Source: an optimization exercise on an open RTL-to-GDS flow (aim: small area and a short achievable clock period). Production flows keep margins and buffers that such runs may drop.
In this exercise RTL edits were held to simulation tests only and were not proved equivalent to the original.

==> flow/config.mk <==
export PLATFORM = sky130hd
export DESIGN_NAME = cast_unit
export DESIGN_NICKNAME = cast_unit
export VERILOG_FILES = /design/flow/design.v
export SDC_FILE = /design/flow/constraint.sdc
export NUM_CORES = 4
export LEC_CHECK = 0
export CAP_MARGIN = 20
export CORE_MARGIN = 2
export CORE_UTILIZATION = 55
export CTS_CLUSTER_DIAMETER = 150
export CTS_CLUSTER_SIZE = 30
export SLEW_MARGIN = 20
==> flow/constraint.sdc <==
create_clock -name core_clock -period 24.0 [get_ports {clk}]
set_input_delay 4.8000 -clock core_clock [delete_from_list [all_inputs] [get_ports {clk}]]
set_output_delay 4.8000 -clock core_clock [all_outputs]
set_load 0.01 [all_outputs]
==> flow/design.v <==
module cast_unit_add32 (
    input  wire [31:0] a,
    input  wire [30:0] b,
    output wire [31:0] s
);
    wire [31:0]  bb = {b, 1'b0};
    wire [191:0] g, p;
    assign g[31:0] = a & bb;
    assign p[31:0] = a ^ bb;
    genvar l, i;
    generate
        for (l = 0; l < 5; l = l + 1) begin : lv
            for (i = 0; i < 32; i = i + 1) begin : bt
                if ((i >> l) & 1) begin : n
                    localparam integer J = ((i >> l) << l) - 1;
                    assign g[(l+1)*32+i] = g[l*32+i] | (p[l*32+i] & g[l*32+J]);
                    assign p[(l+1)*32+i] = p[l*32+i] & p[l*32+J];
                end else begin : w
                    assign g[(l+1)*32+i] = g[l*32+i];
                    assign p[(l+1)*32+i] = p[l*32+i];
                end
            end
        end
    endgenerate
    assign s = p[31:0] ^ {g[190:160], 1'b0};
endmodule
module cast_unit_cout32 (
    input  wire [31:0] a,
    input  wire [31:0] b,
    output wire        co
);
    wire [63:0] g, p;
    assign g[31:0] = a & b;
    assign p[31:0] = a ^ b;
    genvar i;
    generate
        for (i = 0; i < 16; i = i + 1) begin : l1
            assign g[32+i] = g[2*i+1] | (p[2*i+1] & g[2*i]);
            assign p[32+i] = p[2*i+1] & p[2*i];
        end
        for (i = 0; i < 8; i = i + 1) begin : l2
            assign g[48+i] = g[32+2*i+1] | (p[32+2*i+1] & g[32+2*i]);
            assign p[48+i] = p[32+2*i+1] & p[32+2*i];
        end
        for (i = 0; i < 4; i = i + 1) begin : l3
            assign g[56+i] = g[48+2*i+1] | (p[48+2*i+1] & g[48+2*i]);
            assign p[56+i] = p[48+2*i+1] & p[48+2*i];
        end
        for (i = 0; i < 2; i = i + 1) begin : l4
            assign g[60+i] = g[56+2*i+1] | (p[56+2*i+1] & g[56+2*i]);
            assign p[60+i] = p[56+2*i+1] & p[56+2*i];
        end
    endgenerate
    assign g[63:62] = 2'b00;
    assign p[63:62] = 2'b00;
    assign co = g[61] | (p[61] & g[60]);
endmodule
module cast_unit_round #(parameter [31:0] KN = 32'd0) (
    input  wire [31:0] cs,
    input  wire [30:0] cc,
    input  wire [31:0] y,
    output wire [31:0] ao,
    output wire [31:0] yo,
    output wire [31:0] cso,
    output wire [30:0] cco
);
    wire [31:0] xa;
    cast_unit_add32 add (.a(cs), .b(cc), .s(xa));
    assign yo  = {y[19:0], y[31:20]} ^ xa;
    assign ao  = {xa[11:0], xa[31:12]};
    assign cso = ao ^ KN;
    wire [31:0] ccw = (KN & (ao | yo)) | (~KN & ~ao & yo);
    assign cco = ccw[30:0];
endmodule
module cast_unit (
    input  wire        clk,
    input  wire        rst,
    input  wire        in_valid,
    input  wire [5:0]  in_src_fmt,
    input  wire [5:0]  in_dst_fmt,
    input  wire [1:0]  in_round,
    input  wire        in_ovf,
    input  wire [31:0] in_code,
    input  wire [63:0] in_seed,
    input  wire [15:0] in_tag,
    input  wire [47:0] in_idx,
    output reg         out_valid,
    output reg  [31:0] out_code,
    output reg         out_sat,
    output reg         out_nan,
    output reg         out_err
);
    localparam [31:0] K1 = 32'h9E37_79B9, K2 = 32'h3C6E_F372,
                      K3 = 32'hDAA6_6D2B, K4 = 32'h78DD_E6E4;
    reg        a_valid;
    reg [5:0]  a_src, a_dst;
    reg [1:0]  a_rnd;
    reg        a_ovf;
    reg [31:0] a_code;
    reg [31:0] a_x, a_y;
    always @(posedge clk) begin
        if (rst)
            a_valid <= 1'b0;
        else
            a_valid <= in_valid;
        a_src  <= in_src_fmt;
        a_dst  <= in_dst_fmt;
        a_rnd  <= in_round;
        a_ovf  <= in_ovf;
        a_code <= in_code;
        a_x    <= in_idx[31:0] ^ in_seed[31:0];
        a_y    <= {in_tag, in_idx[47:32]} ^ in_seed[63:32];
    end
    wire [31:0] cs1  = a_x ^ a_y ^ K1;
    wire [31:0] cc1w = (a_x & a_y) | (a_x & K1) | (a_y & K1);
    wire [31:0] a1, y1, cs2, a2, y2, cs3_u;
    wire [30:0] cc2, cc3_u;
    cast_unit_round #(.KN(K2)) rd1 (.cs(cs1), .cc(cc1w[30:0]), .y(a_y), .ao(a1), .yo(y1), .cso(cs2), .cco(cc2));
    cast_unit_round #(.KN(K3)) rd2 (.cs(cs2), .cc(cc2), .y(y1), .ao(a2), .yo(y2), .cso(cs3_u), .cco(cc3_u));
    wire [5:0]  sf = a_src;
    wire [31:0] c  = a_code;
    wire sF32 = (sf == 6'h01), sB16 = (sf == 6'h02), sF16 = (sf == 6'h03);
    wire sE43 = (sf == 6'h04), sE52 = (sf == 6'h05), sE32 = (sf == 6'h06);
    wire sE23 = (sf == 6'h07), sE21 = (sf == 6'h08);
    wire sI32 = (sf == 6'h10), sI16 = (sf == 6'h11), sI8  = (sf == 6'h12);
    wire sU8  = (sf == 6'h13), sI4  = (sf == 6'h14), sU4  = (sf == 6'h15);
    wire sI3  = (sf == 6'h16), sI2  = (sf == 6'h17), sTN  = (sf == 6'h18);
    wire sMK  = (sf == 6'h19);
    wire s_fl = sF32 | sB16 | sF16 | sE43 | sE52 | sE32 | sE23 | sE21;
    wire s_in = sI32 | sI16 | sI8 | sU8 | sI4 | sU4 | sI3 | sI2 | sTN | sMK;
    wire        f_sg = (sF32 & c[31]) | ((sB16 | sF16) & c[15]) | ((sE43 | sE52) & c[7]) |
                       ((sE32 | sE23) & c[5]) | (sE21 & c[3]);
    wire [7:0]  f_ef = ({8{sF32}} & c[30:23]) | ({8{sB16}} & c[14:7]) |
                       ({8{sF16}} & {3'd0, c[14:10]}) | ({8{sE43}} & {4'd0, c[6:3]}) |
                       ({8{sE52}} & {3'd0, c[6:2]}) | ({8{sE32}} & {5'd0, c[4:2]}) |
                       ({8{sE23}} & {6'd0, c[4:3]}) | ({8{sE21}} & {6'd0, c[2:1]});
    wire [22:0] f_mf = ({23{sF32}} & c[22:0]) | ({23{sB16}} & {c[6:0], 16'd0}) |
                       ({23{sF16}} & {c[9:0], 13'd0}) | ({23{sE43 | sE23}} & {c[2:0], 20'd0}) |
                       ({23{sE52 | sE32}} & {c[1:0], 21'd0}) | ({23{sE21}} & {c[0], 22'd0});
    wire        f_efmax = (sF32 & (&c[30:23])) | (sB16 & (&c[14:7])) | (sF16 & (&c[14:10])) |
                          (sE43 & (&c[6:3])) | (sE52 & (&c[6:2]));
    wire        f_hasinf = sF32 | sB16 | sF16 | sE52;
    wire        f_efz  = (f_ef == 8'd0);
    wire        f_mz   = (f_mf == 23'd0);
    wire        fl_inf = f_hasinf & f_efmax & f_mz;
    wire        fl_nan = (f_hasinf & f_efmax & ~f_mz) | (sE43 & f_efmax & (&c[2:0]));
    wire [7:0]  e_f32 = {c[30:24], c[23] | ~(|c[30:23])} - 8'd127;
    wire [7:0]  e_b16 = {c[14:8],  c[7]  | ~(|c[14:7])}  - 8'd127;
    wire [7:0]  e_f16 = {3'd0, c[14:11], c[10] | ~(|c[14:10])} - 8'd15;
    wire [7:0]  e_e43 = {4'd0, c[6:4], c[3] | ~(|c[6:3])} - 8'd7;
    wire [7:0]  e_e52 = {3'd0, c[6:3], c[2] | ~(|c[6:2])} - 8'd15;
    wire [7:0]  e_e32 = {5'd0, c[4:3], c[2] | ~(|c[4:2])} - 8'd3;
    wire [7:0]  e_e23 = {6'd0, c[4], c[3] | ~(|c[4:3])} - 8'd1;
    wire [7:0]  e_e21 = {6'd0, c[2], c[1] | ~(|c[2:1])} - 8'd1;
    wire [7:0]  f_e   = ({8{sF32}} & e_f32) | ({8{sB16}} & e_b16) | ({8{sF16}} & e_f16) |
                        ({8{sE43}} & e_e43) | ({8{sE52}} & e_e52) | ({8{sE32}} & e_e32) |
                        ({8{sE23}} & e_e23) | ({8{sE21}} & e_e21);
    wire        tern_n = (c[1:0] == 2'd0), tern_p = (c[1:0] == 2'd2);
    wire        i_neg  = (sI32 & c[31]) | (sI16 & c[15]) | (sI8 & c[7]) | (sI4 & c[3]) |
                         (sI3 & c[2]) | (sI2 & c[1]) | (sTN & tern_n);
    wire [31:0] por;
    cast_unit_por por_i (.v(c), .o(por));
    wire [31:0] m_i32 = c ^ ({32{c[31]}} & por);
    wire [15:0] m_i16 = c[15:0] ^ ({16{c[15]}} & por[15:0]);
    wire [7:0]  m_i8  = c[7:0] ^ ({8{c[7]}} & por[7:0]);
    wire [3:0]  m_i4  = c[3:0] ^ ({4{c[3]}} & por[3:0]);
    wire [2:0]  m_i3  = c[2:0] ^ ({3{c[2]}} & por[2:0]);
    wire [1:0]  m_i2  = c[1:0] ^ ({2{c[1]}} & por[1:0]);
    wire [31:0] i_mag = ({32{sI32}} & m_i32) | ({32{sI16}} & {16'd0, m_i16}) |
                        ({32{sI8}} & {24'd0, m_i8}) | ({32{sU8}} & {24'd0, c[7:0]}) |
                        ({32{sI4}} & {28'd0, m_i4}) | ({32{sU4}} & {28'd0, c[3:0]}) |
                        ({32{sI3}} & {29'd0, m_i3}) | ({32{sI2}} & {30'd0, m_i2}) |
                        ({32{sTN}} & {31'd0, tern_n | tern_p}) | ({32{sMK}} & {31'd0, c[0]});
    wire [7:0]  e31s = s_fl ? f_e : 8'd31;
    wire [31:0] f_in = s_fl ? {~f_efz, f_mf, 8'd0} : i_mag;
    wire [4:0] lz;
    cast_unit_lzc lzc (.v(f_in), .n(lz));
    wire signed [9:0] e31 = {{2{e31s[7]}}, e31s};
    wire dF32 = (a_dst == 6'h01), dB16 = (a_dst == 6'h02), dF16 = (a_dst == 6'h03);
    wire dE43 = (a_dst == 6'h04), dE52 = (a_dst == 6'h05), dE32 = (a_dst == 6'h06);
    wire dE23 = (a_dst == 6'h07), dE21 = (a_dst == 6'h08);
    wire d_fl = dF32 | dB16 | dF16 | dE43 | dE52 | dE32 | dE23 | dE21;
    wire [5:0] d_cm   = ({6{dF32}} & 6'd31) | ({6{dB16}} & 6'd47) | ({6{dF16}} & 6'd44) |
                        ({6{dE43 | dE23}} & 6'd51) | ({6{dE52 | dE32}} & 6'd52) | ({6{dE21}} & 6'd53);
    wire [6:0] d_bm   = ({7{dF32 | dB16}} & 7'd126) | ({7{dF16 | dE52}} & 7'd14) |
                        ({7{dE43}} & 7'd6) | ({7{dE32}} & 7'd2);
    wire signed [9:0] eb   = e31 + $signed({3'd0, d_bm});
    wire              sub  = d_fl & ($signed({5'd0, lz}) > eb);
    wire signed [9:0] t_i  = $signed(10'd54) - e31;
    wire signed [9:0] t_f  = $signed({4'd0, d_cm}) - (sub ? eb : $signed({5'd0, lz}));
    wire signed [9:0] t0   = d_fl ? t_f : t_i;
    wire [6:0]        t    = t0[9] ? 7'd0 : (t0 > 10'sd70) ? 7'd127 : t0[6:0];
    wire signed [9:0] lg   = e31 - $signed({5'd0, lz});
    wire              big  = ~d_fl & (lg > $signed(10'd31));
    wire signed [9:0] ebx  = eb - $signed({5'd0, lz}) + $signed(10'd1);    
    wire d_ok = (a_dst[5:3] == 3'b010) | (a_dst == 6'h18) | (a_dst == 6'h19) |
                ((a_dst[5:4] == 2'b00) & (a_dst[3:0] != 4'd0) & (a_dst[3:0] <= 4'd8));
    reg        p_valid;
    reg [31:0] p_fin;
    reg [6:0]  p_t;          
    reg        p_sub, p_big;
    reg [7:0]  p_ebx;
    reg        p_sgn, p_nan, p_inf, p_zero, p_err;
    reg [5:0]  p_dst;
    reg [1:0]  p_rnd;
    reg        p_ovf;
    reg [31:0] p_a, p_y;
    always @(posedge clk) begin
        if (rst)
            p_valid <= 1'b0;
        else
            p_valid <= a_valid;
        p_fin  <= f_in;
        p_t    <= t;
        p_sub  <= sub;
        p_big  <= big;
        p_ebx  <= ebx[7:0];
        p_sgn  <= s_fl ? f_sg : i_neg;
        p_nan  <= s_fl & fl_nan;
        p_inf  <= s_fl & fl_inf;
        p_zero <= ~(|f_in);
        p_err  <= ~(s_fl | s_in) | ~d_ok | (a_rnd == 2'd3);
        p_dst  <= a_dst;
        p_rnd  <= a_rnd;
        p_ovf  <= a_ovf;
        p_a    <= a2;
        p_y    <= y2;
    end
    wire [31:0] cs3  = p_a ^ K3;
    wire [31:0] cc3w = (K3 & (p_a | p_y)) | (~K3 & ~p_a & p_y);
    wire [31:0] a3, y3, cs4, a4, y4, cs5_u;
    wire [30:0] cc4, cc5_u;
    cast_unit_round #(.KN(K4)) rd3 (.cs(cs3), .cc(cc3w[30:0]), .y(p_y), .ao(a3), .yo(y3), .cso(cs4), .cco(cc4));
    cast_unit_round #(.KN(32'd0)) rd4 (.cs(cs4), .cc(cc4), .y(y3), .ao(a4), .yo(y4), .cso(cs5_u), .cco(cc5_u));
    wire [31:0] ev = ~a4 & y4;
    wire [31:0] e2 = {ev[30:0], 1'b0};
    wire        c16;
    cast_unit_cout32 co_l (.a({a4[15:0], 16'd0}), .b({e2[15:0], 16'd0}), .co(c16));
    wire [31:0]       f_v = p_fin;
    wire [4:0] p_tz;
    cast_unit_lzc tzc (.v({f_v[0], f_v[1], f_v[2], f_v[3], f_v[4], f_v[5], f_v[6], f_v[7],
                           f_v[8], f_v[9], f_v[10], f_v[11], f_v[12], f_v[13], f_v[14], f_v[15],
                           f_v[16], f_v[17], f_v[18], f_v[19], f_v[20], f_v[21], f_v[22], f_v[23],
                           f_v[24], f_v[25], f_v[26], f_v[27], f_v[28], f_v[29], f_v[30], f_v[31]}),
                       .n(p_tz));
    wire [47:0]       u;
    cast_unit_shr shr (.v(f_v), .t(p_t), .u(u));
    wire              lost = ({2'b0, p_tz} + 7'd39 < p_t);
    wire gF32 = (p_dst == 6'h01), gB16 = (p_dst == 6'h02), gF16 = (p_dst == 6'h03);
    wire gE43 = (p_dst == 6'h04), gE52 = (p_dst == 6'h05), gE32 = (p_dst == 6'h06);
    wire gE23 = (p_dst == 6'h07), gE21 = (p_dst == 6'h08);
    wire gI32 = (p_dst == 6'h10), gI16 = (p_dst == 6'h11), gI8  = (p_dst == 6'h12);
    wire gU8  = (p_dst == 6'h13), gI4  = (p_dst == 6'h14), gU4  = (p_dst == 6'h15);
    wire gI3  = (p_dst == 6'h16), gI2  = (p_dst == 6'h17), gTN  = (p_dst == 6'h18);
    wire g_fl = gF32 | gB16 | gF16 | gE43 | gE52 | gE32 | gE23 | gE21;
    wire [7:0]  g_ex  = p_sub ? 8'd0 : p_ebx;
    wire [31:0] g_m   = u[47:16];
    wire [31:0] g_fmag = ({32{gF32}} & {1'b0, g_ex, g_m[22:0]}) | ({32{gB16}} & {16'd0, 1'b0, g_ex, g_m[6:0]}) |
                        ({32{gF16}} & {13'd0, 1'b0, g_ex, g_m[9:0]}) | ({32{gE43 | gE23}} & {20'd0, 1'b0, g_ex, g_m[2:0]}) |
                        ({32{gE52 | gE32}} & {21'd0, 1'b0, g_ex, g_m[1:0]}) | ({32{gE21}} & {22'd0, 1'b0, g_ex, g_m[0]});
    wire [31:0] g_mag = g_fl ? g_fmag : g_m;
    wire [31:0] g_lim = ({32{gF32}} & 32'h7F7F_FFFF) | ({32{gB16}} & 32'h7F7F) | ({32{gF16}} & 32'h7BFF) |
                      ({32{gE43}} & 32'h7E) | ({32{gE52}} & 32'h7B) | ({32{gE32 | gE23}} & 32'h1F) |
                      ({32{gE21}} & 32'h7) |
                      ({32{gI32}} & {p_sgn, {31{~p_sgn}}}) | ({32{gI16}} & {16'd0, p_sgn, {15{~p_sgn}}}) |
                      ({32{gI8}} & {24'd0, p_sgn, {7{~p_sgn}}}) | ({32{gU8}} & {24'd0, {8{~p_sgn}}}) |
                      ({32{gI4}} & {28'd0, p_sgn, {3{~p_sgn}}}) | ({32{gU4}} & {28'd0, {4{~p_sgn}}}) |
                      ({32{gI3}} & {29'd0, p_sgn, {2{~p_sgn}}}) | ({32{gI2}} & {30'd0, p_sgn, ~p_sgn}) |
                      ({32{gTN}} & 32'd1);
    wire        g_gt   = p_big | (g_mag > g_lim);
    wire        g_eq   = ~p_big & (g_mag == g_lim);
    wire        rne_up = (p_rnd == 2'd0) & u[15] & ((|u[14:0]) | lost | u[16]);
    reg        q_valid;
    reg [31:0] q_mag;
    reg [15:0] q_f16, q_ah, q_eh;
    reg        q_c16;
    reg        q_gt, q_eq, q_rneup, q_sr, q_rtz;
    reg        q_sgn, q_err, q_nan, q_inf, q_zero, q_ovf;
    reg [5:0]  q_dst;
    always @(posedge clk) begin
        if (rst)
            q_valid <= 1'b0;
        else
            q_valid <= p_valid;
        q_mag  <= g_mag;
        q_f16  <= u[15:0];
        q_ah   <= a4[31:16];
        q_eh   <= e2[31:16];
        q_c16  <= c16;
        q_gt   <= g_gt;
        q_eq   <= g_eq;
        q_rneup <= rne_up;
        q_sr   <= (p_rnd == 2'd2);
        q_rtz  <= (p_rnd == 2'd1);
        q_sgn  <= p_sgn;
        q_err  <= p_err;
        q_nan  <= p_nan;
        q_inf  <= p_inf;
        q_zero <= p_zero;
        q_ovf  <= p_ovf;
        q_dst  <= p_dst;
    end
    wire [15:0] ts = q_ah ^ q_eh ^ q_f16;
    wire [15:0] tc = (q_ah & q_eh) | (q_ah & q_f16) | (q_eh & q_f16);
    wire        c_s, c_t;
    cast_unit_cout32 co_s (.a({q_ah, 1'b1, 15'd0}), .b({q_eh, q_c16, 15'd0}), .co(c_s));
    cast_unit_cout32 co_t (.a({ts, 1'b1, 15'd0}), .b({tc[14:0], 1'b0, q_c16, 15'd0}), .co(c_t));
    wire        sr_up = c_s ? (tc[15] & c_t) : (tc[15] ^ c_t);
    wire        up     = q_rneup | (q_sr & sr_up);
    wire eF32 = (q_dst == 6'h01), eB16 = (q_dst == 6'h02), eF16 = (q_dst == 6'h03);
    wire eE43 = (q_dst == 6'h04), eE52 = (q_dst == 6'h05), eE32 = (q_dst == 6'h06);
    wire eE23 = (q_dst == 6'h07), eE21 = (q_dst == 6'h08);
    wire eI32 = (q_dst == 6'h10), eI16 = (q_dst == 6'h11), eI8  = (q_dst == 6'h12);
    wire eU8  = (q_dst == 6'h13), eI4  = (q_dst == 6'h14), eU4  = (q_dst == 6'h15);
    wire eI3  = (q_dst == 6'h16), eI2  = (q_dst == 6'h17), eTN  = (q_dst == 6'h18);
    wire eMK  = (q_dst == 6'h19);
    wire e_fl = eF32 | eB16 | eF16 | eE43 | eE52 | eE32 | eE23 | eE21;
    wire        neg  = q_sgn & ~e_fl;
    wire [31:0] ma   = q_mag ^ {32{neg}};
    wire [31:0] pand;                            
    assign pand[0] = 1'b1;
    genvar gi;
    generate
        for (gi = 1; gi < 32; gi = gi + 1) begin : pa
            assign pand[gi] = pand[gi-1] & ma[gi-1];
        end
    endgenerate
    wire [31:0] sbit = {q_sgn & eF32, 15'd0, q_sgn & (eB16 | eF16), 7'd0, q_sgn & (eE43 | eE52), 1'b0,
                        q_sgn & (eE32 | eE23), 1'b0, q_sgn & eE21, 3'd0};
    wire [31:0] wmask = ({32{eI32}} & 32'hFFFF_FFFF) | ({32{eI16}} & 32'hFFFF) | ({32{eI8 | eU8}} & 32'hFF) |
                        ({32{eI4 | eU4}} & 32'hF) | ({32{eI3}} & 32'h7) | ({32{eI2}} & 32'h3);
    wire        inf_ok = q_ovf & ~q_rtz;
    wire [31:0] lim = ({32{eF32}} & 32'h7F7F_FFFF) | ({32{eB16}} & 32'h7F7F) | ({32{eF16}} & 32'h7BFF) |
                      ({32{eE43}} & 32'h7E) | ({32{eE52}} & 32'h7B) | ({32{eE32 | eE23}} & 32'h1F) |
                      ({32{eE21}} & 32'h7) |
                      ({32{eI32}} & {q_sgn, {31{~q_sgn}}}) | ({32{eI16}} & {16'd0, q_sgn, {15{~q_sgn}}}) |
                      ({32{eI8}} & {24'd0, q_sgn, {7{~q_sgn}}}) | ({32{eU8}} & {24'd0, {8{~q_sgn}}}) |
                      ({32{eI4}} & {28'd0, q_sgn, {3{~q_sgn}}}) | ({32{eU4}} & {28'd0, {4{~q_sgn}}}) |
                      ({32{eI3}} & {29'd0, q_sgn, {2{~q_sgn}}}) | ({32{eI2}} & {30'd0, q_sgn, ~q_sgn}) |
                      ({32{eTN}} & 32'd1);
    reg [31:0]  ovf_code;
    always @* begin
        ovf_code = sbit | lim;
        if (inf_ok & eF32) ovf_code = sbit | 32'h7F80_0000;
        if (inf_ok & eB16) ovf_code = sbit | 32'h7F80;
        if (inf_ok & eF16) ovf_code = sbit | 32'h7C00;
        if (inf_ok & eE52) ovf_code = sbit | 32'h7C;
        if (inf_ok & eE43) ovf_code = sbit | 32'h7F;
        if (~e_fl) ovf_code = lim;
        if (eTN) ovf_code = q_sgn ? 32'd0 : 32'd2;
    end
    wire [31:0] rc;
    wire        rs;
    cast_unit_pick pk (.err(q_err), .mask(eMK), .nan(q_nan), .inf(q_inf), .zero(q_zero), .fl(e_fl), .tern(eTN),
                       .sgn(q_sgn), .over(q_gt | (q_eq & up)), .res(ma ^ ({32{up ^ neg}} & pand)), .r1(q_mag[0] | up),
                       .sbit(sbit), .wmask(wmask), .ovf_code(ovf_code), .code(rc), .sat(rs));
    wire [31:0] nan_code = ({32{eF32}} & 32'h7FC0_0000) | ({32{eB16}} & 32'h7FC0) | ({32{eF16}} & 32'h7E00) |
                           ({32{eE43}} & 32'h7F) | ({32{eE52}} & 32'h7E) | ({32{eTN}} & 32'd1);
    always @(posedge clk) begin
        if (rst)
            out_valid <= 1'b0;
        else
            out_valid <= q_valid;
        out_code <= (~q_err & ~eMK & q_nan) ? nan_code : rc;
        out_sat  <= rs;
        out_nan  <= q_nan & ~q_err;
        out_err  <= q_err;
    end
endmodule
module cast_unit_pick (
    input  wire        err, mask, nan, inf, zero, fl, tern, sgn, over,
    input  wire [31:0] res,
    input  wire        r1,
    input  wire [31:0] sbit, wmask, ovf_code,
    output reg  [31:0] code,
    output reg         sat
);
    always @* begin
        code = 32'd0;
        sat  = 1'b0;
        if (err) begin
            code = 32'd0;
        end else if (mask) begin
            code = {31'd0, ~zero};
        end else if (nan) begin
            code = 32'd0;
        end else if (inf) begin
            code = ovf_code;
            sat  = 1'b1;
        end else if (zero) begin
            code = fl ? sbit : {31'd0, tern};
        end else if (over) begin
            code = ovf_code;
            sat  = 1'b1;
        end else if (fl) begin
            code = sbit | res;
        end else if (tern) begin
            code = r1 ? (sgn ? 32'd0 : 32'd2) : 32'd1;
        end else begin
            code = res & wmask;
        end
    end
endmodule
module cast_unit_por (
    input  wire [31:0] v,
    output wire [31:0] o
);
    wire [191:0] q;
    assign q[31:0] = v;
    genvar l, i;
    generate
        for (l = 0; l < 5; l = l + 1) begin : lv
            for (i = 0; i < 32; i = i + 1) begin : bt
                if ((i >> l) & 1) begin : n
                    localparam integer J = ((i >> l) << l) - 1;
                    assign q[(l+1)*32+i] = q[l*32+i] | q[l*32+J];
                end else begin : w
                    assign q[(l+1)*32+i] = q[l*32+i];
                end
            end
        end
    endgenerate
    assign o = {q[190:160], 1'b0};
endmodule
module cast_unit_shr (
    input  wire [31:0] v,
    input  wire [6:0]  t,
    output wire [47:0] u
);
    wire [31:0]  w0 = v;
    wire [32:0]  w1;
    wire [34:0]  w2;
    wire [38:0]  w3;
    wire [46:0]  w4;
    wire [62:0]  w5;
    wire [94:0]  w6;
    wire [158:0] w7;
    genvar k;
    generate
        for (k = 0; k < 33; k = k + 1) begin : s0
            wire hi = (k     <= 31) ? w0[(k     <= 31) ? k     : 0] : 1'b0;    
            wire lo = (k - 1 >= 0)  ? w0[(k - 1 >= 0)  ? k - 1 : 0] : 1'b0;    
            assign w1[k] = t[0] ? hi : lo;
        end
        for (k = 0; k < 35; k = k + 1) begin : s1
            wire hi = (k     <= 32) ? w1[(k     <= 32) ? k     : 0] : 1'b0;
            wire lo = (k - 2 >= 0)  ? w1[(k - 2 >= 0)  ? k - 2 : 0] : 1'b0;
            assign w2[k] = t[1] ? hi : lo;
        end
        for (k = 0; k < 39; k = k + 1) begin : s2
            wire hi = (k     <= 34) ? w2[(k     <= 34) ? k     : 0] : 1'b0;
            wire lo = (k - 4 >= 0)  ? w2[(k - 4 >= 0)  ? k - 4 : 0] : 1'b0;
            assign w3[k] = t[2] ? hi : lo;
        end
        for (k = 0; k < 47; k = k + 1) begin : s3
            wire hi = (k     <= 38) ? w3[(k     <= 38) ? k     : 0] : 1'b0;
            wire lo = (k - 8 >= 0)  ? w3[(k - 8 >= 0)  ? k - 8 : 0] : 1'b0;
            assign w4[k] = t[3] ? hi : lo;
        end
        for (k = 0; k < 63; k = k + 1) begin : s4
            wire hi = (k     <= 46) ? w4[(k     <= 46) ? k     : 0] : 1'b0;
            wire lo = (k - 16 >= 0) ? w4[(k - 16 >= 0) ? k - 16 : 0] : 1'b0;
            assign w5[k] = t[4] ? hi : lo;
        end
        for (k = 0; k < 95; k = k + 1) begin : s5
            wire hi = (k     <= 62) ? w5[(k     <= 62) ? k     : 0] : 1'b0;
            wire lo = (k - 32 >= 0) ? w5[(k - 32 >= 0) ? k - 32 : 0] : 1'b0;
            assign w6[k] = t[5] ? hi : lo;
        end
        for (k = 0; k < 159; k = k + 1) begin : s6
            wire hi = (k     <= 94) ? w6[(k     <= 94) ? k     : 0] : 1'b0;
            wire lo = (k - 64 >= 0) ? w6[(k - 64 >= 0) ? k - 64 : 0] : 1'b0;
            assign w7[k] = t[6] ? hi : lo;
        end
    endgenerate
    assign u = w7[135:88];
endmodule
module cast_unit_lzc (
    input  wire [31:0] v,
    output wire [4:0]  n
);
    wire [15:0] a1;
    wire [15:0] n1;
    genvar i;
    generate
        for (i = 0; i < 16; i = i + 1) begin : l1
            assign a1[i] = v[2*i+1] | v[2*i];
            assign n1[i] = ~v[2*i+1];
        end
    endgenerate
    wire [7:0] a2; wire [15:0] n2;
    generate
        for (i = 0; i < 8; i = i + 1) begin : l2
            assign a2[i] = a1[2*i+1] | a1[2*i];
            assign n2[2*i+1:2*i] = a1[2*i+1] ? {1'b0, n1[2*i+1]} : {1'b1, n1[2*i]};
        end
    endgenerate
    wire [3:0] a3; wire [11:0] n3;
    generate
        for (i = 0; i < 4; i = i + 1) begin : l3
            assign a3[i] = a2[2*i+1] | a2[2*i];
            assign n3[3*i+2:3*i] = a2[2*i+1] ? {1'b0, n2[4*i+3:4*i+2]} : {1'b1, n2[4*i+1:4*i]};
        end
    endgenerate
    wire [1:0] a4; wire [7:0] n4;
    generate
        for (i = 0; i < 2; i = i + 1) begin : l4
            assign a4[i] = a3[2*i+1] | a3[2*i];
            assign n4[4*i+3:4*i] = a3[2*i+1] ? {1'b0, n3[6*i+5:6*i+3]} : {1'b1, n3[6*i+2:6*i]};
        end
    endgenerate
    assign n = a4[1] ? {1'b0, n4[7:4]} : {1'b1, n4[3:0]};
endmodule
==> flow/flow/run.sh <==
#!/bin/bash
# Own flow: the standard layout (standard.sh) with a different logic
# mapping step in synthesis; floorplan, placement, CTS and routing are the
# standard flow's, at the design's clock period and constraints.
#  - synthesis is ORFS synth.tcl run through synth_recipe.tcl as usual, except
#    that abc maps with flow/abc.script (area mapping under a delay target)
#    instead of abc_speed.script, and full/half-adder cells are not extracted
#    (ADDER_MAP_FILE empty). Registers are inferred before abc, so they are the
#    standard synthesis's.
#  - ABC_CLOCK_PERIOD_IN_PS is the delay target handed to abc's sizing.
#  - SETUP_SLACK_MARGIN=18.3: timing repair aims for that much setup slack
#  - port buffers are sky130_fd_sc_hd__buf_2 (one per input and output port)
# make's output goes to make.log here; each ORFS step logs under orfs/logs.
set -euo pipefail
W=$PWD
sed 's|  log_cmd abc {\*}$abc_args|  set abc_args [lreplace $abc_args 1 1 '"$W"'/flow/abc.script]\n  log_cmd abc {*}$abc_args|' "$FLOW_HOME/scripts/synth.tcl" > "$W/flow_synth.tcl"
grep -q "flow/abc.script" "$W/flow_synth.tcl"
sed "s|\$::env(SCRIPTS_DIR)/synth.tcl|$W/flow_synth.tcl|" "$W/synth_recipe.tcl" > "$W/flow_synth_recipe.tcl"
grep -q flow_synth.tcl "$W/flow_synth_recipe.tcl"
sed "s|SYNTH_SCRIPT=[^ ]*|SYNTH_SCRIPT=$W/flow_synth_recipe.tcl|" "$W/standard.sh" > "$W/flow_standard.sh"
grep -q flow_synth_recipe.tcl "$W/flow_standard.sh"
bash "$W/flow_standard.sh" ADDER_MAP_FILE= ABC_CLOCK_PERIOD_IN_PS=3500 SETUP_SLACK_MARGIN=18.3 "BUFFER_PORTS_ARGS=-buffer_cell sky130_fd_sc_hd__buf_2" finish > "$W/make.log" 2>&1
==> flow/flow/abc.script <==
strash
dch -f
map -D 3500
topo
stime -c
buffer -c
upsize -c
dnsize -c
==> flow/standard.sh <==
#!/bin/bash
# synth_recipe.tcl (not shown) runs the flow's synth.tcl, then flattens the netlist and writes it again
# the make line also repeats each setting of config.mk as NAME=value (left out here)
make -C /OpenROAD-flow-scripts/flow DESIGN_CONFIG=/design/flow/config.mk WORK_HOME=/design/flow/orfs CLKGATE_MAP_FILE= SYNTH_SCRIPT=/design/flow/synth_recipe.tcl "${@:-finish}"
==> flow_summary.ini, run 1 <==
[clock_network]
clock_latency_ns = 0.55
postCtsHoldBufs = 0
cts_htree_levels = 1
clock_sinks = 375
cts.clk_slew.worst_paths_ns = 0.11
cts_tree = done
root_buffer = clkbuf_16
numCtsBuffers = 16
clockBufferDepth = 3

[setup_path]
r2r-start = a_src[0]
timing.rr.end = p_t[2]
path_delay_family = flip-flops
crit_chain = buf_2
cp_max_fo = 1
worst_setup_path_end_kind = output port
cp.required_ns = 19.20
crit_cells = 1
start_kind = register
r2r_setup_slack_ns = 18.55
rr_worst_depth = 31
arrival_ns = 0.99
cpPeakStageDelay_ns = 0.32
worstSetupPathType = register to output port
critical_path.slowest_cell = dfxtp_1
cp_num_buf_inv = 1

[timing]
max_freq_ghz = 0.1728
finalClockSkew_ns = 0.02837
finalCritPeriodShare_pct = 24.11
hold_violations = 0
min_period_ns = 5.787
setup_ws_ns = 18.21
drv_slew = 0
tns_ns = 0
rsz0062_at_grt = true
maxSlewHeadroom_pct = 31.20
setup_viol_count_final = 0
tightest_slew_ns = 1.030

[place]
place_inst = 5332
gp_congestion = 1.092
numPortBuffers = 213
dpl_cell_area_um2 = 29590
dp_slack_ns = 17.94
dpl.hpwl_mm = 70.93

[cells_and_area]
seq_area_um2 = 7545
layoutNonFillerInstCount = 5383
fillers = 4963
drive_above_1_share_pct = 10.44
synthToLayoutAreaGrowth_pct = 10.42
multi_input_area_um2 = 17940
final_core_util_pct = 61.43
post-route-cell-area_um2 = 30820
antennaDiodeCount = 0
nNetsFinal = 4888

[yosys]
ys_ff_latch = 375
synthCells = 4511
syn_avg_cell_area_um2 = 6.187
synthesis.area_um2 = 27910
synth_top_cell_area_share_pct = 26.90
synth_edf_count = 0
ys.flop_type = dfxtp_1
async_flop_share_pct = 0
yosysWarnings = 2
synth_cell_types = 87
synth_nets = 4689
yosysSeqAreaShare_pct = 26.90
synthTopCellsByArea = dfxtp_1 27%, nand2_1 11%, nor2_1 11%
synth_top_cell_by_area = dfxtp_1

[floorplan]
initial_core_util_pct = 55.63
core_um2 = 50170
dieArea_um2 = 52560
die_w_um = 229.3
io_pins = 214
die_h_um = 229.3
row_count = 82

[hold_path]
min_from = p_err
min_path_type = register to register
whs_path_depth = 0
worst_hold_path.endpoint = q_err

[global_routing]
antenna_found_initial = 1
grt_pass1_vias = 26150
grt_max_degree = 64
grt_usage_pct = 31.28
gr-total-overflow = 0
grt_pass1_wl_mm = 134.4

[routing]
drc = 0
wirelength_mm = 86.17
drt_iter0_drc = 2937
num_vias = 29500
wire_per_inst_um = 16.01
first_pass_iters = 7
ant_nets = 0
vias_per_cell = 5.480

[flow_run]
cap_violations = 0

[status]
status = timing/DRC/antenna clean
==> metrics by stage <==
stage / hold slack [ns]
after floorplan: 0.3096
after global placement: 0.3107
after detailed placement: 0.3121
after CTS: 0.3392
after global routing: 0.3454
final: 0.3390
==> how the worst max path moves through the flow <==
| stage | slack, ns | end | from |
|---|---|---|---|
| 4_1_cts | 18.19 | out_sat | out_sat |
| 5_1_grt | 18.16 | p_t[0] | a_src[2] |
| 3_3_place_gp | 18.02 | p_t[4] | a_src[3] |
| 6_report | 18.21 | out_valid | out_valid |
| 3_5_place_dp | 17.94 | p_t[0] | a_src[3] |
| 2_1_floorplan | 18.87 | out_code[0] | out_code[0] |
==> synthesized netlist by cell type (23+ instances only) <==
cell type and count:
nand2_1 852, nor2_1 812, inv_1 673, dfxtp_1 375
o21ai_0 293, a21oi_1 249, xor2_1 225, nand3_1 165
nor3_1 105, xnor2_1 83, a31oi_1 63, clkbuf_1 46
nand4_1 41, o22ai_1 34, o21ai_1 28, or2_2 27
a22oi_1 25, and2_1 24, nor4_1 24, inv_2 23
==> layout make-up <==
type,count,area share [%]
Tap cell,672,2.728
Clock buffer,18,1.425
Multi-Input combinational cell,3359,58.21
Inverter,706,8.676
Clock inverter,1,0.05278
Timing Repair Buffer,250,4.393
Sequential cell,375,24.48
Timing Repair inverter,2,0.03248
==> logic make-up after synthesis <==
logic type      count (synthesis)  share of synthesized area [%]
mux                             2                        0.07173
compound gates                890                          19.33
buf+inv                       780                          10.61
simple gates                 2143                          32.51
xor+xnor                      318                          10.47
fa+ha+maj                       3                         0.1076
flops                         375                          26.90
==> state kept, by name, indices dropped and copies added, names as in the netlist, 7 cells and up <==
name and flops:
a_code 32, a_x 32, a_y 32, out_code 32, p_a 32, p_fin 32
p_y 32, q_mag 32, q_ah 16, q_eh 16, q_f16 16, p_ebx 8
p_t 7
==> timing repair <==
item | CTS | global route
endpoints found under the setup margin | 44 | 90
gates resized for setup | 3 | 123
setup buffers | 0 | 27
pin swaps | 1 | 23
cloned | 1 | 4
==> routing by layer <==
metal,wire [µm],vias up,part of all wire (%),GRT usage (%)
met3,7219,195,8.4,4.071
met5,13,-,0.015,0
li1,-,14970,-,-
met4,3025,2,3.5,10.37
met2,37700,1289,44,50.35
met1,38210,13040,44,43.23
==> cell usage in the layout (no fill, tap or decap), types with 9 or more instances in the layout <==
master,n
nor3_1,100
xor2_2,13
a221oi_1,11
nor2_2,18
a31oi_1,62
nor3_2,10
o31ai_1,9
buf_2,211
and3_1,10
a22oi_1,25
nor4_1,22
nor2_4,16
o211ai_1,20
dfxtp_1,357
nand3_1,159
inv_1,669
o22ai_1,34
inv_2,22
a21oi_1,248
o2111ai_1,9
nand2_1,848
o21ai_1,34
and2_1,23
xnor3_1,10
nor2_1,801
nand3_2,12
xor2_1,211
xnor2_1,83
o221ai_1,13
nand4_1,41
a211oi_1,19
o21ai_0,286
clkbuf_16,17
nand3b_1,15
o21a_1,18
nand2_2,15
or2_2,27
clkinv_1,9
dfxtp_2,12
buf_4,36
==> run 2, diff against run 1 <==
--- a/flow/config.mk
+++ b/flow/config.mk
@@ -9,5 +9,5 @@
 export CORE_MARGIN = 2
 export CORE_UTILIZATION = 55
 export CTS_CLUSTER_DIAMETER = 150
-export CTS_CLUSTER_SIZE = 30
+export CTS_CLUSTER_SIZE = 25
 export SLEW_MARGIN = 20
==> run 2 against run 1 <==
Net effect: synthesized cell count unchanged; largest cell class unchanged; hold slack got worse by 0.0062 ns; still clean on timing, DRC and antenna; final area increased by 0.20%; first-iteration DRC count increased by 4.3%; cell count about the same; non-clock buffer count increased by 4; critical endpoint unchanged; global-route usage about the same.
==> flow_summary.ini, run 2 <==
[status]
status = timing/DRC/antenna clean

[timing]
drv_slew = 0
maxSlewHeadroom_pct = 31.47
setup_viol_count_final = 0
max_freq_ghz = 0.1725
finalClockSkew_ns = 0.03679
hold_violations = 0
tightest_slew_ns = 1.026
rsz0062_at_grt = true
tns_ns = 0
finalCritPeriodShare_pct = 24.15
min_period_ns = 5.797
setup_ws_ns = 18.20

[yosys]
async_flop_share_pct = 0
synth_nets = 4689
yosysMostFrequentCell = nand2_1
synthTopCellsByArea = dfxtp_1 27%, nand2_1 11%, nor2_1 11%
synth_top_cell_by_area = dfxtp_1
ys.flop_type = dfxtp_1
synth_top_cell_area_share_pct = 26.90
synth_edf_count = 0
yosysSeqAreaShare_pct = 26.90
synthesis.area_um2 = 27910
ys_top_cells_by_count = 852 x nand2_1, 812 x nor2_1, 673 x inv_1
synth_cell_types = 87
synthCells = 4511
yosysWarnings = 2
ys_ff_latch = 375
syn_avg_cell_area_um2 = 6.187

[hold_path]
min_from = p_err
whs_path_depth = 0
worst_hold_path.endpoint = q_err
min_path_type = register to register

[routing]
ant_nets = 0
first_pass_iters = 7
num_vias = 29480
wirelength_mm = 86.39
wire_per_inst_um = 16.04
drt_iter0_drc = 3063
vias_per_cell = 5.473
drc = 0

[global_routing]
antenna_found_initial = 0
gr-total-overflow = 0
grt_pass1_wl_mm = 134.6
grt_usage_pct = 31.33
grt_pass1_vias = 26160
grt_max_degree = 64

[cells_and_area]
drive_above_1_share_pct = 10.63
mostFrequentLayoutCells = 849 x nand2_1, 799 x nor2_1, 669 x inv_1, 356 x dfxtp_1, 286 x o21ai_0
synthToLayoutAreaGrowth_pct = 10.64
antennaDiodeCount = 0
final_core_util_pct = 61.55
final_common_cell = nand2_1
nNetsFinal = 4894

[clock_network]
clockBufferDepth = 3
cts_htree_levels = 1
postCtsHoldBufs = 0
cts_tree = done
clock_sinks = 375
root_buffer = clkbuf_16
clock_latency_ns = 0.56
numCtsBuffers = 18
cts.clk_slew.worst_paths_ns = 0.11

[place]
numPortBuffers = 213
dp_slack_ns = 17.94
dpl.hpwl_mm = 70.93
gp_congestion = 1.092

[setup_path]
r2r-start = a_src[0]
arrival_ns = 1.00
cp_max_fo = 1
start_kind = register
r2r_setup_slack_ns = 18.55
timing.rr.end = p_t[2]
rr_worst_depth = 31
cp.required_ns = 19.20
critical_path.slowest_cell = dfxtp_1
worstSetupPathType = register to output port
cpPeakStageDelay_ns = 0.31
crit_chain = buf_2
cp_num_buf_inv = 1
worst_setup_path_end_kind = output port
path_delay_family = flip-flops

[floorplan]
core_um2 = 50170
row_count = 82
io_pins = 214
die_h_um = 229.3
die_w_um = 229.3
initial_core_util_pct = 55.63
dieArea_um2 = 52560

[flow_run]
cap_violations = 0
-- run 2: cell count changes in the layout (fill, tap and decap cells not counted), sizes merged --
cell	change
clkinv	-1
buf	+4
clkbuf	+1
-- run 2: how the worst max path moves through the flow --
stage	startpoint	cells past startpoint	to
floorplan	out_code[0]	0	out_code[0]
global placement	a_src[3]	30	p_t[4]
detailed placement	a_src[3]	30	p_t[0]
CTS	out_valid	1	out_valid
global route	out_valid	1	out_valid
finish	out_valid	1	out_valid
-- run 2: what timing repair did --
action                     4_1_cts  5_1_grt
resized for setup                4      126
setup endpoints to repair       45       92
setup buffers                    0       31
gates cloned                     1        4
pin swaps                        1       27
-- run 2: area by class of cell --
class / instances / area [µm²]
well taps: 672 / 840.8
flip-flops and latches: 375 / 7546
inverters: 706 / 2674
repair buffers: 254 / 1384
multi-input cells: 3359 / 17950
clock buffers: 19 / 475.5
repair inverters: 2 / 10.01
fillers: 4957 / 19290
-- run 2: layer usage --
layer | global-route usage, % | vias to the layer above | wire length [µm]
met1 | 43.51 | 13000 | 38710
met2 | 50.53 | 1280 | 37570
met5 | 0 | - | 0
met3 | 3.735 | 217 | 6907
met4 | 10.17 | 0 | 3207
li1 | - | 14980 | -
-- run 2: logic make-up after synthesis --
kind of cell	after synthesis	synth area share, %
AND/OR/NAND/NOR	2143	32.51
AO/OA/AOI/OAI	890	19.33
buffers and inverters	780	10.61
flip-flops	375	26.90
XOR/XNOR	318	10.47
adder cells (fa/ha/maj)	3	0.1076
multiplexers	2	0.07173
-- run 2: worst register-to-register path: cells and delay by family, from the launching register on --
family                 cells  cell delay, ns
AO/OA/AOI/OAI             12            2.34
flip-flops                 1            0.44
buffers and inverters      4            0.35
AND/OR/NAND/NOR           15            2.19
-- run 2: stage by stage --
step	std cells	cell area, µm²	hold slack, ns
after floorplan	4511	27910	0.3096
after global placement	5332	29590	0.3107
after detailed placement	5332	29590	0.3121
after CTS	5352	30090	0.3338
after global routing	5387	30880	0.3409
final	5387	30880	0.3328
==> run 3, diff against run 2 <==
--- a/flow/flow/run.sh
+++ b/flow/flow/run.sh
@@ -8,7 +8,7 @@
 #    (ADDER_MAP_FILE empty). Registers are inferred before abc, so they are the
 #    standard synthesis's.
 #  - ABC_CLOCK_PERIOD_IN_PS is the delay target handed to abc's sizing.
-#  - SETUP_SLACK_MARGIN=18.3: timing repair aims for that much setup slack
+#  - SETUP_SLACK_MARGIN=18.2: timing repair aims for that much setup slack
 #  - port buffers are sky130_fd_sc_hd__buf_2 (one per input and output port)
 # make's output goes to make.log here; each ORFS step logs under orfs/logs.
 set -euo pipefail
@@ -19,4 +19,4 @@
 grep -q flow_synth.tcl "$W/flow_synth_recipe.tcl"
 sed "s|SYNTH_SCRIPT=[^ ]*|SYNTH_SCRIPT=$W/flow_synth_recipe.tcl|" "$W/standard.sh" > "$W/flow_standard.sh"
 grep -q flow_synth_recipe.tcl "$W/flow_standard.sh"
-bash "$W/flow_standard.sh" ADDER_MAP_FILE= ABC_CLOCK_PERIOD_IN_PS=3500 SETUP_SLACK_MARGIN=18.3 "BUFFER_PORTS_ARGS=-buffer_cell sky130_fd_sc_hd__buf_2" finish > "$W/make.log" 2>&1
+bash "$W/flow_standard.sh" ADDER_MAP_FILE= ABC_CLOCK_PERIOD_IN_PS=4200 SETUP_SLACK_MARGIN=18.2 "BUFFER_PORTS_ARGS=-buffer_cell sky130_fd_sc_hd__buf_2" finish > "$W/make.log" 2>&1
==> flow/flow/abc.script (replaced) <==
strash
dch -f
map -D 4200
topo
stime -c
buffer -c
upsize -c
dnsize -c
==> run 3 against run 2 <==
Net effect: highest routed layer unchanged; via count is 5.5% lower; final area shrank 2.1%; fmax is 0.26% higher; still clean; clock-buffer cell count is the same; sequential share of layout area grew 0.57 points; utilization grew 1.5 points.
==> flow_summary.ini, run 3 <==
[yosys]
synth_cell_types = 81
yosysWarnings = 2
synth_nets = 4487
synthCells = 4309
async_flop_share_pct = 0
ys_ff_latch = 375
synth_top_cell_area_share_pct = 27.97
yosysSeqAreaShare_pct = 27.97
synthesis.area_um2 = 26840
synth_top_cell_by_area = dfxtp_1
ys.flop_type = dfxtp_1
ys_top_cells_by_count = 828 x nor2_1, 737 x nand2_1, 675 x inv_1
synth_edf_count = 0
syn_avg_cell_area_um2 = 6.228
synthTopCellsByArea = dfxtp_1 28%, nor2_1 12%, nand2_1 10%
yosysMostFrequentCell = nor2_1

[global_routing]
gr-total-overflow = 0
grt_usage_pct = 32.55
grt_pass1_vias = 24940
grt_max_degree = 64
antenna_found_initial = 1
grt_pass1_wl_mm = 131.1

[flow_run]
cap_violations = 0

[routing]
wirelength_mm = 85.34
drt_iter0_drc = 2658
num_vias = 27850
drc = 0
first_pass_iters = 6
wire_per_inst_um = 16.57
vias_per_cell = 5.408
ant_nets = 0
wl_met3_mm = 6.211
wl_met2_mm = 38.13
met1Wirelength_mm = 37.11
top_layer = met4

[clock_network]
numCtsBuffers = 18
clock_latency_ns = 0.57
clockBufferDepth = 3
root_buffer = clkbuf_16
cts.clk_slew.worst_paths_ns = 0.10
clock_sinks = 375
cts_htree_levels = 1
cts_tree = done
postCtsHoldBufs = 0

[floorplan]
die_w_um = 224.9
row_count = 80
dieArea_um2 = 50580
initial_core_util_pct = 55.97
io_pins = 214
die_h_um = 224.9
core_um2 = 47950

[hold_path]
whs_path_depth = 0
worst_hold_path.endpoint = p_ovf
min_from = a_ovf
min_path_type = register to register

[timing]
rsz0062_at_grt = true
finalClockSkew_ns = 0.03844
hold_violations = 0
drv_slew = 0
finalCritPeriodShare_pct = 24.09
tns_ns = 0
min_period_ns = 5.782
tightest_slew_ns = 1.167
maxSlewHeadroom_pct = 21.39
max_freq_ghz = 0.1729
setup_viol_count_final = 0

[setup_path]
cp.required_ns = 19.20
rr_worst_depth = 37
cp_num_buf_inv = 1
worstSetupPathType = register to output port
cp_max_fo = 1
critical_path.slowest_cell = dfxtp_1
worst_setup_path_end_kind = output port
crit_cells = 1
path_delay_family = flip-flops
start_kind = register
r2r_setup_slack_ns = 18.39
timing.rr.end = p_t[3]
cpPeakStageDelay_ns = 0.31
r2r-start = a_code[0]
crit_chain = buf_2
arrival_ns = 0.98

[place]
numPortBuffers = 213
dpl.hpwl_mm = 70.13
gp_congestion = 1.006

[cells_and_area]
mostFrequentLayoutCells = 796 x nor2_1, 724 x nand2_1, 664 x inv_1, 343 x dfxtp_1, 281 x o21ai_0
final_common_cell = nor2_1
nNetsFinal = 4712
final_core_util_pct = 63.06
drive_above_1_share_pct = 12.42
synthToLayoutAreaGrowth_pct = 12.67

[status]
status = timing/DRC/antenna clean
[run 3: what timing repair did]
action                     in CTS  in global routing
resized for setup              28                206
pin swaps                       2                 32
hold endpoints to repair        0                  0
setup endpoints to repair      40                103
gates cloned                    2                  0
setup buffers                   3                 43
[run 3: final cells by class]
type                            count  area, µm²
Antenna cell                        1      2.502
Clock buffer                       19      475.5
Fill cell                        4761      17710
Inverter                          691       2616
Multi-Input combinational cell   3174      17180
Sequential cell                   375       7560
Tap cell                          615      769.5
Timing Repair Buffer              273       1630
Timing Repair inverter              1      5.005
[run 3: routing by layer]
layer  vias to the layer above  track usage (%)
met1                     12260            43.09
met5                         -                0
met4                         0            12.90
met2                      1113            54.01
li1                      14270                -
met3                       200            3.885
[run 3: cells by family (layout without fill, tap and decap cells)]
group	Yosys count	after routing	share of synthesized area, %
multiplexers	2	2	0.07460
flip-flops	375	375	27.97
AO/OA/AOI/OAI	838	838	18.59
other	0	1	0
adder cells (fa/ha/maj)	3	3	0.1119
AND/OR/NAND/NOR	1976	1977	30.87
buffers and inverters	761	984	10.80
XOR/XNOR	354	354	11.58
[run 3: how the worst max path moves through the flow]
stage                  from  slack, ns      endpoint
2_1_floorplan   out_code[0]      18.87   out_code[0]
3_3_place_gp       a_src[1]      17.51        p_t[5]
3_5_place_dp       a_src[1]      17.32        p_t[1]
4_1_cts        out_code[12]      18.20  out_code[12]
5_1_grt              p_y[1]      18.03         q_c16
6_report       out_code[30]      18.22  out_code[30]
[run 3: per-stage QoR]
stage	worst slack (ns)	std cells	hold WS, ns	cell area, µm²
2_1_floorplan	18.87	4309	0.3096	26840
4_1_cts	18.20	5105	0.3446	29120
6_report	18.22	5149	0.3407	30240
3_3_place_gp	17.51	5081	0.3101	28480
5_1_grt	18.03	5148	0.3475	30230
3_5_place_dp	17.32	5081	0.3150	28480
==> run 4, diff against run 3 <==
--- a/flow/flow/run.sh
+++ b/flow/flow/run.sh
@@ -19,4 +19,4 @@
 grep -q flow_synth.tcl "$W/flow_synth_recipe.tcl"
 sed "s|SYNTH_SCRIPT=[^ ]*|SYNTH_SCRIPT=$W/flow_synth_recipe.tcl|" "$W/standard.sh" > "$W/flow_standard.sh"
 grep -q flow_synth_recipe.tcl "$W/flow_standard.sh"
-bash "$W/flow_standard.sh" ADDER_MAP_FILE= ABC_CLOCK_PERIOD_IN_PS=4200 SETUP_SLACK_MARGIN=18.2 "BUFFER_PORTS_ARGS=-buffer_cell sky130_fd_sc_hd__buf_2" finish > "$W/make.log" 2>&1
+bash "$W/flow_standard.sh" ADDER_MAP_FILE= ABC_CLOCK_PERIOD_IN_PS=3800 SETUP_SLACK_MARGIN=18.2 "BUFFER_PORTS_ARGS=-buffer_cell sky130_fd_sc_hd__buf_2" finish > "$W/make.log" 2>&1
==> flow/flow/abc.script (replaced) <==
strash
dch -f
map -D 3800
topo
stime -c
buffer -c
upsize -c
dnsize -c
==> run 4 against run 3 <==
Net effect: still clean; cell count increased by 1.7%; area after synthesis rose by 2.7%; sequential share of layout area is essentially flat; wire length shrank 3.6%; register-to-register slack better by 0.26 ns; hold slack worse by 0.0078 ns; fmax is essentially flat.
==> flow_summary.ini, run 4 <==
[cells_and_area]
synthToLayoutAreaGrowth_pct = 9.144
final_common_cell = nor2_1
nNetsFinal = 4740
post-route-cell-area_um2 = 30080
drive_above_1_share_pct = 9.796
fillers = 5022
mostFrequentLayoutCells = 786 x nor2_1, 775 x nand2_1, 660 x inv_1, 363 x dfxtp_1, 271 x o21ai_0
antennaDiodeCount = 0

[routing]
ant_nets = 0
drt_iter0_drc = 2778
drc = 0
first_pass_iters = 8
wirelength_mm = 82.29
wire_per_inst_um = 15.72
vias_per_cell = 5.405
num_vias = 28290

[hold_path]
min_path_type = register to register
whs_path_depth = 0

[yosys]
synth_top_cell_by_area = dfxtp_1
async_flop_share_pct = 0
synthesis.area_um2 = 27560
ys.flop_type = dfxtp_1
synthTopCellsByArea = dfxtp_1 27%, nor2_1 11%, nand2_1 11%
ys_ff_latch = 375
synth_top_cell_area_share_pct = 27.24
ys_top_cells_by_count = 794 x nor2_1, 777 x nand2_1, 663 x inv_1
yosysWarnings = 2
synth_edf_count = 0
yosysSeqAreaShare_pct = 27.24
yosysMostFrequentCell = nor2_1
syn_avg_cell_area_um2 = 6.299
synth_nets = 4553
synthCells = 4375
synth_cell_types = 90

[clock_network]
root_buffer = clkbuf_16
numCtsBuffers = 19
cts_htree_levels = 1
clockBufferDepth = 3
clock_sinks = 375
clock_latency_ns = 0.55
cts_tree = done
postCtsHoldBufs = 0
cts.clk_slew.worst_paths_ns = 0.09

[global_routing]
grt_pass1_wl_mm = 131.4
gr-total-overflow = 0
grt_max_degree = 64
grt_usage_pct = 30.73
grt_pass1_vias = 25510
antenna_found_initial = 2

[timing]
tightest_slew_ns = 0.9881
setup_viol_count_final = 0
hold_violations = 0
min_period_ns = 5.778
finalCritPeriodShare_pct = 24.07
max_freq_ghz = 0.1731
drv_slew = 0
rsz0062_at_grt = true
whs_ns = 0.3329
finalClockSkew_ns = 0.02448
maxSlewHeadroom_pct = 33.62
tns_ns = 0
setup_ws_ns = 18.22

[setup_path]
rr_worst_depth = 28
crit_cells = 1
worst_setup_path_end_kind = output port
worstSetupPathType = register to output port
cp_max_fo = 1
cp.required_ns = 19.20
path_delay_family = flip-flops
crit_chain = buf_2
arrival_ns = 0.98
cp_num_buf_inv = 1
cpPeakStageDelay_ns = 0.31
start_kind = register
critical_path.slowest_cell = dfxtp_1

[flow_run]
cap_violations = 0

[place]
numPortBuffers = 213
dp_slack_ns = 18.21
dpl_cell_area_um2 = 29250
dpl.hpwl_mm = 68.18
gp_congestion = 1.025

[floorplan]
core_um2 = 49760
die_w_um = 227.8
die_h_um = 227.8
dieArea_um2 = 51910
io_pins = 214
row_count = 82
initial_core_util_pct = 55.38

[status]
status = timing/DRC/antenna clean
run 4: logic make-up (layout without fill, tap and decap cells):
group | after synthesis | in the layout | synth area share [%]
XOR/XNOR | 342 | 342 | 11.64
AND/OR/NAND/NOR | 2038 | 2039 | 31.58
flip-flops | 375 | 375 | 27.24
multiplexers | 2 | 2 | 0.07264
adder cells (fa/ha/maj) | 3 | 3 | 0.1090
buffers and inverters | 755 | 942 | 10.41
AO/OA/AOI/OAI | 860 | 860 | 18.95
run 4: layer usage:
| layer | wire (µm) | track usage [%] |
|---|---|---|
| met4 | 2654 | 9.067 |
| met3 | 5984 | 2.625 |
| met5 | 13 | 0 |
| met2 | 35670 | 49.60 |
| met1 | 37970 | 43.67 |
run 4: area by class of cell:
| cell class | count | area (µm²) | share of cell area [%] |
|---|---|---|---|
| Sequential cell | 375 | 7522 | 25.01 |
| Timing Repair inverter | 1 | 5.005 | 0.01664 |
| Multi-Input combinational cell | 3246 | 17360 | 57.71 |
| Clock inverter | 3 | 30.03 | 0.09983 |
| Tap cell | 672 | 840.8 | 2.795 |
| Timing Repair Buffer | 236 | 1270 | 4.222 |
| Inverter | 683 | 2576 | 8.565 |
| Clock buffer | 19 | 475.5 | 1.581 |
run 4: repair_timing:
item / CTS / global route
gates cloned: 0 / 2
setup buffers: 0 / 11
setup endpoints to repair: 8 / 60
pin swaps: 0 / 5
resized for setup: 1 / 64
hold endpoints to repair: 0 / 0
run 4: final timing paths:
path,to,slack [ns],start
worst max register to register,p_t[3],18.65,a_code[2]
worst min register to register,q_nan,0.33,p_nan
worst max-delay path,out_valid,18.22,out_valid
worst min-delay path,q_nan,0.33,p_nan
run 4: through the flow:
step | util (%) | std cells
after floorplan | - | 4375
after global placement | 58.78 | 5200
after detailed placement | 58.78 | 5200
after CTS | 59.81 | 5222
after global routing | 60.45 | 5235
final | 60.45 | 5235
==> run 5, diff against run 4 <==
--- a/flow/flow/run.sh
+++ b/flow/flow/run.sh
@@ -8,7 +8,7 @@
 #    (ADDER_MAP_FILE empty). Registers are inferred before abc, so they are the
 #    standard synthesis's.
 #  - ABC_CLOCK_PERIOD_IN_PS is the delay target handed to abc's sizing.
-#  - SETUP_SLACK_MARGIN=18.2: timing repair aims for that much setup slack
+#  - SETUP_SLACK_MARGIN=17.8: timing repair aims for that much setup slack
 #  - port buffers are sky130_fd_sc_hd__buf_2 (one per input and output port)
 # make's output goes to make.log here; each ORFS step logs under orfs/logs.
 set -euo pipefail
@@ -19,4 +19,4 @@
 grep -q flow_synth.tcl "$W/flow_synth_recipe.tcl"
 sed "s|SYNTH_SCRIPT=[^ ]*|SYNTH_SCRIPT=$W/flow_synth_recipe.tcl|" "$W/standard.sh" > "$W/flow_standard.sh"
 grep -q flow_synth_recipe.tcl "$W/flow_standard.sh"
-bash "$W/flow_standard.sh" ADDER_MAP_FILE= ABC_CLOCK_PERIOD_IN_PS=3800 SETUP_SLACK_MARGIN=18.2 "BUFFER_PORTS_ARGS=-buffer_cell sky130_fd_sc_hd__buf_2" finish > "$W/make.log" 2>&1
+bash "$W/flow_standard.sh" ADDER_MAP_FILE= ABC_CLOCK_PERIOD_IN_PS=3800 SETUP_SLACK_MARGIN=17.8 "BUFFER_PORTS_ARGS=-buffer_cell sky130_fd_sc_hd__buf_2" finish > "$W/make.log" 2>&1
==> run 5 against run 4 <==
Net effect: utilization is 0.57 points lower; area after synthesis did not move; clock skew decreased by 0.0019 ns; clock-buffer cell count unchanged; critical endpoint unchanged; die area unchanged; via count down 0.25%; still clean on timing, DRC and antenna; first-iteration DRC count decreased by 2.5%; sequential share of layout area rose by 0.20 points.
==> flow_summary.ini, run 5 <==
[setup_path]
worstSetupPathType = register to output port
critical_path.slowest_cell = dfxtp_1
cp.required_ns = 19.20
crit_chain = buf_2
worst_setup_path_end_kind = output port
start_kind = register
arrival_ns = 0.98
path_delay_family = flip-flops
cp_num_buf_inv = 1
cp_max_fo = 1
cpPeakStageDelay_ns = 0.31

[cells_and_area]
fillers = 5050
antennaDiodeCount = 0
nNetsFinal = 4730
mostFrequentLayoutCells = 793 x nor2_1, 777 x nand2_1, 662 x inv_1, 373 x dfxtp_1, 275 x o21ai_0
synthToLayoutAreaGrowth_pct = 8.118
drive_above_1_share_pct = 8.763
final_common_cell = nor2_1

[timing]
tns_ns = 0
setup_ws_ns = 18.22
hold_violations = 0
min_period_ns = 5.779
setup_viol_count_final = 0
finalCritPeriodShare_pct = 24.08
maxSlewHeadroom_pct = 33.87
tightest_slew_ns = 0.9845
max_freq_ghz = 0.1730
finalClockSkew_ns = 0.02258
rsz0062_at_grt = false
drv_slew = 0

[yosys]
synth_top_cell_by_area = dfxtp_1
ys_top_cells_by_count = 794 x nor2_1, 777 x nand2_1, 663 x inv_1
synthesis.area_um2 = 27560
ys_ff_latch = 375
yosysWarnings = 2
ys.flop_type = dfxtp_1
synth_top_cell_area_share_pct = 27.24
synthCells = 4375
async_flop_share_pct = 0
yosysMostFrequentCell = nor2_1
synth_edf_count = 0
yosysSeqAreaShare_pct = 27.24
synth_cell_types = 90
syn_avg_cell_area_um2 = 6.299
synthTopCellsByArea = dfxtp_1 27%, nor2_1 11%, nand2_1 11%
synth_nets = 4553

[routing]
first_pass_iters = 6
ant_nets = 0
wire_per_inst_um = 15.72
wirelength_mm = 82.16
drc = 0
drt_iter0_drc = 2709
vias_per_cell = 5.402
num_vias = 28220

[clock_network]
clock_sinks = 375
cts.clk_slew.worst_paths_ns = 0.09
numCtsBuffers = 19
clock_latency_ns = 0.55
clockBufferDepth = 3
root_buffer = clkbuf_16
cts_htree_levels = 1
postCtsHoldBufs = 0
cts_tree = done

[global_routing]
grt_usage_pct = 30.73
grt_max_degree = 64
grt_pass1_vias = 25530
antenna_found_initial = 2
grt_pass1_wl_mm = 131.4
gr-total-overflow = 0

[floorplan]
die_h_um = 227.8
initial_core_util_pct = 55.38
die_w_um = 227.8
dieArea_um2 = 51910
row_count = 82
core_um2 = 49760
io_pins = 214

[place]
dpl.hpwl_mm = 68.18
dp_slack_ns = 18.21
gp_congestion = 1.025
numPortBuffers = 213

[hold_path]
min_path_type = register to register

[flow_run]
cap_violations = 0

[status]
status = timing/DRC/antenna clean
## run 5: cell count changes in the layout (fill, tap and decap cells not counted), moves of 3 or more
cell,delta
nor2_2,-7
a2111oi_0,+5
xor2_2,-4
buf_2,+5
o21ai_1,-3
o21ai_0,+4
buf_6,-5
nor2_1,+7
buf_4,-9
xor2_1,+4
dfxtp_2,-10
a2111oi_1,-3
dfxtp_1,+10
## run 5: path summary, 6_finish.rpt
kind,startpoint,to,slack [ns],cells after the start
setup / recovery,out_valid,out_valid,18.22,1
hold / removal,p_nan,q_nan,0.33,0
setup reg to reg,a_code[6],p_t[3],18.36,35
hold reg to reg,p_nan,q_nan,0.33,0
## run 5: cell type report
cell class | instances | area, µm² | area share [%]
clock inverter | 3 | 30.03 | 0.1008
inverter | 683 | 2567 | 8.617
tap | 672 | 840.8 | 2.822
multi-input combinational | 3245 | 17200 | 57.71
timing repair buffer | 227 | 1171 | 3.930
clock buffer | 19 | 475.5 | 1.596
sequential | 375 | 7510 | 25.20
timing repair inverter | 1 | 5.005 | 0.01680
## run 5: routing by layer
metal	global-route usage, %	vias up	wire length (µm)
li1	-	14500	-
met1	43.64	12460	38400
met2	49.48	1094	35490
met3	2.650	176	5550
met4	9.354	2	2699
met5	0	-	13
## run 5: timing repair
item	in CTS	in global routing
buffers inserted	0	2
gates resized for setup	0	8
endpoints found under the setup margin	0	7
## run 5: worst register-to-register path: cells and delay by family (launching register included)
kind,cells,cell delay (ns)
flip-flops,1,0.50
AND/OR/NAND/NOR,23,3.08
buffers and inverters,3,0.44
AO/OA/AOI/OAI,9,1.47
## run 5: kinds of logic after synthesis
kind of cell	Yosys count	synth area share (%)
multiplexers	2	0.07264
flip-flops	375	27.24
AO/OA/AOI/OAI	860	18.95
XOR/XNOR	342	11.64
AND/OR/NAND/NOR	2038	31.58
adder cells (fa/ha/maj)	3	0.1090
buffers and inverters	755	10.41
## run 5: per-stage QoR
stage	std cells	hold slack [ns]	area (µm²)	utilization (%)
floorplan	4375	0.3096	27560	-
global placement	5200	0.3121	29250	58.78
detailed placement	5200	0.3143	29250	58.78
CTS	5222	0.3279	29760	59.80
global route	5225	0.3326	29800	59.88
finish	5225	0.3339	29800	59.88

## static timing again, ports no longer ideal
In the flow no input, the clock included, has a driving cell. The finished layouts below were timed again as built, in two steps.
Step 1, drivers: a clkbuf_16 drives clk and a buf_2 each remaining input, both assumed.
Step 2 moves the port delays by t, midway between the first and last clock arrival at a register: inputs arrive t later, outputs are due t later. That takes back most of the time a late clock gives input paths.
Three values: ideal ports, drivers, drivers and shift; two values: the first two.
| run | t (ns) | slack for setup (ns) | hold WS [ns] | worst setup path after step 2 | clock arrival spread, ns |
|---|---|---|---|---|---|
| run 1 | 0.597 | 18.213 / 18.152 / 18.548 | 0.339 / 0.339 / 0.339 | register to register | 0.029 / 0.029 |
| run 2 | 0.601 | 18.203 / 18.144 / 18.554 | 0.333 / 0.333 / 0.333 | register to register | 0.037 / 0.037 |
| run 3 | 0.607 | 18.218 / 18.161 / 18.388 | 0.341 / 0.341 / 0.341 | register to register | 0.039 / 0.039 |
| run 4 | 0.603 | 18.222 / 18.160 / 18.651 | 0.333 / 0.333 / 0.333 | register to register | 0.025 / 0.025 |
| run 5 | 0.603 | 18.221 / 18.160 / 18.365 | 0.334 / 0.334 / 0.334 | register to register | 0.022 / 0.023 |
After both steps every run listed still meets setup and hold.
